Source: an optimization exercise on an open RTL-to-GDS flow (aim: small area). Production flows keep margins and buffers that such runs may drop.
At most, simulation tests tie the RTL to the original design; equivalence was not proved.
Power figures rest on the tool's default switching activity, not on a simulated workload.

==> nickel <==
==> flow/design.v (excerpt) <==
module afe_chain (
    input  wire               clk,
    input  wire               rst,
    input  wire               start,
    input  wire               bit_valid,
    input  wire               bit_in,
    input  wire        [7:0]  sinc_r_m1,
    input  wire               fir_dec,
    input  wire        [4:0]  sh0,
    input  wire        [4:0]  sh1,
    input  wire        [4:0]  sh2,
    input  wire        [4:0]  sh3,
    input  wire               coef_we,
    input  wire        [5:0]  coef_addr,
    input  wire        [19:0] coef_data,
    output wire               y0_valid,
    output wire signed [23:0] y0,
    output wire               y0_sat,
    output wire               y_valid,
    output wire signed [23:0] y,
    output wire               y_sat
);
export LEC_CHECK = 0
export ABC_AREA = 1
export CAP_MARGIN = 20
export CELL_PAD_IN_SITES_DETAIL_PLACEMENT = 0
export CELL_PAD_IN_SITES_GLOBAL_PLACEMENT = 0
export CORE_MARGIN = 2
export CORE_UTILIZATION = 65
export CTS_CLUSTER_DIAMETER = 100
export CTS_CLUSTER_SIZE = 30
export PLACE_DENSITY = 0.75
export SLEW_MARGIN = 20
create_clock -name core_clock -period 15.0 [get_ports {clk}]
run.sh (not shown) runs the stock make flow with config.mk's settings and CLKGATE_MAP_FILE= SYNTH_SCRIPT=/design/flow/synth_recipe.tcl, a recipe that flattens the netlist after the stock synthesis.
==> inputs of juniper, as changes to nickel <==
--- a/flow/design.v
+++ b/flow/design.v
@@ -37,71 +37,10 @@
             y   = shf[23:0];
             sat = 1'b0;
         end
     end
 endmodule
-module afe_mac (
-    input  wire [49:0] acc,
-    input  wire [23:0] mx,
-    input  wire [5:0]  dig,
-    input  wire        zero,
-    input  wire        shl,
-    input  wire        emit,
-    output wire [49:0] acc_n,
-    output wire        lsb
-);
-    wire [49:0] a = zero ? 50'd0 : (shl ? {acc[44:0], 5'd0} : acc);
-    wire [2:0] g0 = {dig[1], dig[0], 1'b0};
-    wire [2:0] g1 = {dig[3], dig[2], dig[1]};
-    wire [2:0] g2 = {dig[5], dig[4], dig[3]};
-    wire [25:0] x  = {mx[23], mx[23], mx};
-    wire [25:0] x2 = {mx[23], mx, 1'b0};
-    wire one0 = g0[0] ^ g0[1];
-    wire one1 = g1[0] ^ g1[1];
-    wire one2 = g2[0] ^ g2[1];
-    wire two0 = (g0 == 3'b011) || (g0 == 3'b100);
-    wire two1 = (g1 == 3'b011) || (g1 == 3'b100);
-    wire two2 = (g2 == 3'b011) || (g2 == 3'b100);
-    wire neg0 = g0[2] & ~(g0[1] & g0[0]);
-    wire neg1 = g1[2] & ~(g1[1] & g1[0]);
-    wire neg2 = g2[2] & ~(g2[1] & g2[0]);
-    wire [25:0] pp0 = (({26{one0}} & x) | ({26{two0}} & x2)) ^ {26{neg0}};
-    wire [25:0] pp1 = (({26{one1}} & x) | ({26{two1}} & x2)) ^ {26{neg1}};
-    wire [25:0] pp2 = (({26{one2}} & x) | ({26{two2}} & x2)) ^ {26{neg2}};
-    wire [31:0] ra = {2'b00, a[29:0]};
-    wire [31:0] r0 = {6'd0, ~pp0[25], pp0[24:0]};
-    wire [31:0] r1 = {4'd0, ~pp1[25], pp1[24:0], 2'd0};
-    wire [31:0] r2 = {2'd0, ~pp2[25], pp2[24:0], 4'd0};
-    wire [31:0] rk = 32'hD6000000;
-    wire [31:0] re = {27'd0, neg2, 1'b0, neg1, 2'd0};
-    wire [31:0] s1 = ra ^ r0 ^ r1;
-    wire [31:0] c1 = {((ra & r0) | (ra & r1) | (r0 & r1)), 1'b0};
-    wire [31:0] s2 = r2 ^ rk ^ re;
-    wire [31:0] c2 = {((r2 & rk) | (r2 & re) | (rk & re)), 1'b0};
-    wire [31:0] s3 = s1 ^ c1 ^ s2;
-    wire [31:0] c3 = {((s1 & c1) | (s1 & s2) | (c1 & s2)), 1'b0};
-    wire [31:0] s4 = s3 ^ c3 ^ c2;
-    wire [31:0] c4 = {((s3 & c3) | (s3 & c2) | (c3 & c2)), 1'b0};
-    wire [31:0] t = s4 + c4 + {31'd0, neg0};
-    wire [19:0] ah = a[49:30];
-    wire [19:0] inc_c, dec_b;
-    assign inc_c[0] = 1'b1;
-    assign dec_b[0] = 1'b1;
-    genvar i;
-    generate
-        for (i = 1; i < 20; i = i + 1) begin : g_id
-            assign inc_c[i] = inc_c[i-1] & ah[i-1];
-            assign dec_b[i] = dec_b[i-1] & ~ah[i-1];
-        end
-    endgenerate
-    wire [19:0] ahp = ah ^ inc_c;
-    wire [19:0] ahm = ah ^ dec_b;
-    wire [19:0] sh_ = t[31] ? ahm : (t[30] ? ahp : ah);
-    wire [49:0] sum = {sh_, t[29:0]};
-    assign acc_n = emit ? {sum[49], sum[49:1]} : sum;
-    assign lsb   = t[0];
-endmodule
 module afe_sinc3 (
     input  wire               clk,
     input  wire               rst,
     input  wire               clr,
     input  wire               run,
@@ -385,27 +324,19 @@
     reg [5:0]  z;             
     wire [19:0] chd = modeb ? ce : cr[62];
     wire [6:0] wdiff = {1'b0, coef_addr} - {1'b0, z};
     wire [5:0] wpos  = wdiff[6] ? (wdiff[5:0] - 6'd1) : wdiff[5:0];
     wire       wr_ring = coef_we && (coef_addr != 6'd0);
-    wire [19:0] wd_o = coef_data | {20{~wr_ring}};
-    wire [19:0] wd_e = ~coef_data | {20{~wr_ring}};
-    reg  [62:0] dec;
     integer k;
-    always @(*) begin
-        for (k = 0; k < 63; k = k + 1)
-            dec[k] = (wpos == k);
-    end
-    wire [62:0] wep = dec & {63{wr_ring}};
     always @(posedge clk) begin
         ce <= cr[62];
-        cr[0] <= wep[0] ? coef_data : chd;
+        cr[0] <= (wr_ring && wpos == 6'd0) ? coef_data : chd;
         for (k = 1; k < 63; k = k + 1) begin
             if (k % 2 == 1)
-                cr[k] <= ~((cr[k-1] | {20{wep[k]}}) & (wd_o | {20{~dec[k]}}));
+                cr[k] <= ~((wr_ring && wpos == k) ? coef_data : cr[k-1]);
             else
-                cr[k] <= ~((cr[k-1] | {20{wep[k]}}) & (wd_e | {20{~dec[k]}}));
+                cr[k] <= ~((wr_ring && wpos == k) ? ~coef_data : cr[k-1]);
         end
         if (coef_we && coef_addr == 6'd0)
             c0 <= coef_data;
     end
     reg [1:0]  st;
@@ -424,11 +355,10 @@
         dr[0] <= dh;
         for (k = 1; k < 63; k = k + 1)
             dr[k] <= dr[k-1];
     end
     reg signed [AccW-1:0] acc;
-    reg                   clr_r;      
     wire        emit = (st == EMIT);
     wire [1:0]  edg  = (cnt == 6'd0) ? 2'd0 : (cnt == 6'd5) ? 2'd1 :
                        (cnt == 6'd10) ? 2'd2 : 2'd3;
     wire        eadd = emit && (cnt == 6'd0 || cnt == 6'd5 || cnt == 6'd10 || cnt == 6'd15);
     wire [19:0] dsrc = emit ? c0 : chd;
@@ -441,19 +371,17 @@
             2'd2: dig = {1'b0, dsrc[14:10]};
             default: dig = {dsrc[19], dsrc[19:15]};
         endcase
     end
     wire signed [23:0] mx   = emit ? in_x : dh;
+    wire signed [29:0] prod = mx * dig;
     wire pass = (st == PRE) && !junk;
-    wire        addp = pass || eadd;
-    wire [49:0] acc_n;
-    afe_mac u_mac (
-        .acc(acc), .mx(mx), .dig(addp ? dig : 6'd0),
-        .zero(clr_r || (pass && cnt == 6'd0 && dg == 2'd3)),
-        .shl(pass && cnt == 6'd0),
-        .emit(emit), .acc_n(acc_n), .lsb(sbit)
-    );
+    wire signed [AccW-1:0] opa = (pass && cnt == 6'd0) ?
+                                 ((dg == 2'd3) ? {AccW{1'b0}} : (acc <<< 5)) : acc;
+    wire signed [AccW-1:0] addv = (pass || eadd) ? {{(AccW-30){prod[29]}}, prod} : {AccW{1'b0}};
+    wire signed [AccW-1:0] sum  = opa + addv;
+    wire sbit = sum[0];
     reg  [23:0] yreg;
     reg         carry, t23, sat, sgn;
     wire        ge    = (cnt >= {1'b0, sh});
     wire [5:0]  kk    = cnt - {1'b0, sh};
     wire        tb    = sbit ^ carry;
@@ -495,10 +423,11 @@
             flf       <= 1'b0;
             curf      <= 1'b0;
             clearing  <= clr;
             ccnt      <= 6'd0;
             need_pre  <= 1'b0;
+            acc       <= {AccW{1'b0}};
             out_valid <= 1'b0;
             out_sat   <= 1'b0;
             carry <= 1'b0; sat <= 1'b0; sgn <= 1'b0; t23 <= 1'b0;
         end else begin
             out_valid <= 1'b0;
@@ -536,10 +465,11 @@
                         need_pre <= 1'b0;
                         if (!need_pre && !in_valid) pend <= 1'b0;
                     end
                 end
                 EMIT: begin
+                    acc <= sum >>> 1;
                     sat <= sat_n;
                     sgn <= sgn_n;
                     if (cnt + 6'd1 == {1'b0, sh})
                         carry <= sbit;
                     else if (ge)
@@ -563,10 +493,11 @@
                 end
                 PRE: begin
                     if (junk) begin
                         junk <= 1'b0;
                     end else begin
+                        acc <= sum;
                         cnt <= (cnt == 6'd62) ? 6'd0 : cnt + 6'd1;
                         if (cnt == 6'd62) begin
                             dg <= dg - 2'd1;
                             if (dg == 2'd0)
                                 st <= IDLE;
@@ -576,12 +507,10 @@
                 default: st <= IDLE;
             endcase
         end
     end
     always @(posedge clk) begin
-        acc   <= acc_n;
-        clr_r <= clr;
         if (cap)
             yreg <= {tb, yreg[23:1]};
     end
     assign out_y = sat ? {sgn, {23{~sgn}}} : yreg;
 endmodule
CELL_PAD_IN_SITES_DETAIL_PLACEMENT = 1   (was 0)
CELL_PAD_IN_SITES_GLOBAL_PLACEMENT = 2   (was 0)
CORE_UTILIZATION = 35   (was 65)
CTS_CLUSTER_DIAMETER = not set   (was 100)
CTS_CLUSTER_SIZE = not set   (was 30)
PLACE_DENSITY = not set   (was 0.75)
==> inputs of tundra, as changes to nickel <==
--- a/flow/design.v
+++ b/flow/design.v
@@ -385,27 +385,19 @@
     reg [5:0]  z;             
     wire [19:0] chd = modeb ? ce : cr[62];
     wire [6:0] wdiff = {1'b0, coef_addr} - {1'b0, z};
     wire [5:0] wpos  = wdiff[6] ? (wdiff[5:0] - 6'd1) : wdiff[5:0];
     wire       wr_ring = coef_we && (coef_addr != 6'd0);
-    wire [19:0] wd_o = coef_data | {20{~wr_ring}};
-    wire [19:0] wd_e = ~coef_data | {20{~wr_ring}};
-    reg  [62:0] dec;
     integer k;
-    always @(*) begin
-        for (k = 0; k < 63; k = k + 1)
-            dec[k] = (wpos == k);
-    end
-    wire [62:0] wep = dec & {63{wr_ring}};
     always @(posedge clk) begin
         ce <= cr[62];
-        cr[0] <= wep[0] ? coef_data : chd;
+        cr[0] <= (wr_ring && wpos == 6'd0) ? coef_data : chd;
         for (k = 1; k < 63; k = k + 1) begin
             if (k % 2 == 1)
-                cr[k] <= ~((cr[k-1] | {20{wep[k]}}) & (wd_o | {20{~dec[k]}}));
+                cr[k] <= ~((wr_ring && wpos == k) ? coef_data : cr[k-1]);
             else
-                cr[k] <= ~((cr[k-1] | {20{wep[k]}}) & (wd_e | {20{~dec[k]}}));
+                cr[k] <= ~((wr_ring && wpos == k) ? ~coef_data : cr[k-1]);
         end
         if (coef_we && coef_addr == 6'd0)
             c0 <= coef_data;
     end
     reg [1:0]  st;
==> results.tsv <==
stage	metric	value	unit
run_status	status	timing/DRC/antenna clean	
drt	met1 WL	146000	microns
timing	worst setup margin	1790	ps
placed_design	cell count after placement	14992	
timing	WHS	301	ps
critical_path	FF-to-FF path depth	33	
floorplanning	tap cells	4325	
final_layout	fin util	41.1	%
final_layout	area of the multi-input gates	33300	sq um
drt	WL met3	11500	microns
final_layout	Buffers, non-clock	250	
critical_path	critical path required time	15660	ps
global_routing	met3 Usage GRT	2.73	%
final_layout	Design Area, Final	133000	sq um
pwr	leakage	0.0552	uW
pwr	PwrDens	185	nW/um^2
[end of results for juniper]
==> results.tsv <==
stage	metric	value	unit
global_routing	met3 Usage GRT	3.08	%
timing	worst setup margin	1750	ps
drt	met1 WL	101000	microns
pwr	PwrDens	159	nW/um^2
placed_design	cell count after placement	12518	
run_status	status	timing/DRC/antenna clean	
floorplanning	tap cells	2310	
critical_path	FF-to-FF path depth	32	
drt	WL met3	9880	microns
timing	final setup vio count	0	
final_layout	Buffers, non-clock	220	
timing	WHS	307	ps
timing	Final Max Tran Viols	0	
final_layout	area of the multi-input gates	31100	sq um
final_layout	fin util	69.3	%
pwr	leakage	0.0498	uW
final_layout	Design Area, Final	119000	sq um
[end of results for tundra]
==> results.tsv <==
stage	metric	value	unit
timing	WHS	305	ps
pwr	clock share of power	24.6	%
floorplanning	boundary pin count	113	
drt	WL met3	12700	microns
critical_path	critical path required time	15590	ps
critical_path	FF-to-FF path depth	32	
run_status	status	timing/DRC/antenna clean	
final_layout	Design Area, Final	116000	sq um
placed_design	cell count after placement	11228	
pwr	PwrDens	165	nW/um^2
final_layout	Buffers, non-clock	199	
pwr	leakage	0.0469	uW
final_layout	fin util	69.3	%
drt	met1 WL	99300	microns
pwr	Internal	14300	uW
drt	post-route ant nets	0	
[end of results for nickel]
The RTL of tundra was laid out without a check of its function.

## port drivers added, routing unchanged
Ports are ideal in the flow. The routed layouts listed here were re-timed in OpenROAD. Step 1, drivers: a clkbuf_16 drives clk and a buf_2 each remaining input, both assumed. Step 2, shift: input delay + t, output delay - t, t = (earliest + latest rising clock arrival at the registers) / 2. This alone moves slack from input paths to output paths. Slacks: ideal ports / drivers / drivers and shift; pairs: ideal ports / drivers.
run | t (ns) | setup slack, ns | worst register clock-pin slew, ns
nickel | 0.913 | 1.935 / 1.935 / 1.715 | 0.12 / 0.12
juniper | 1.017 | 1.793 / 1.793 / 1.793 | 0.07 / 0.07
tundra | 0.913 | 1.751 / 1.751 / 1.751 | 0.12 / 0.12
After both steps setup and hold are still met in every run listed. For nickel, which loses most, drivers alone change the setup slack by 0.000 ns; drivers and shift together by -0.220 ns.
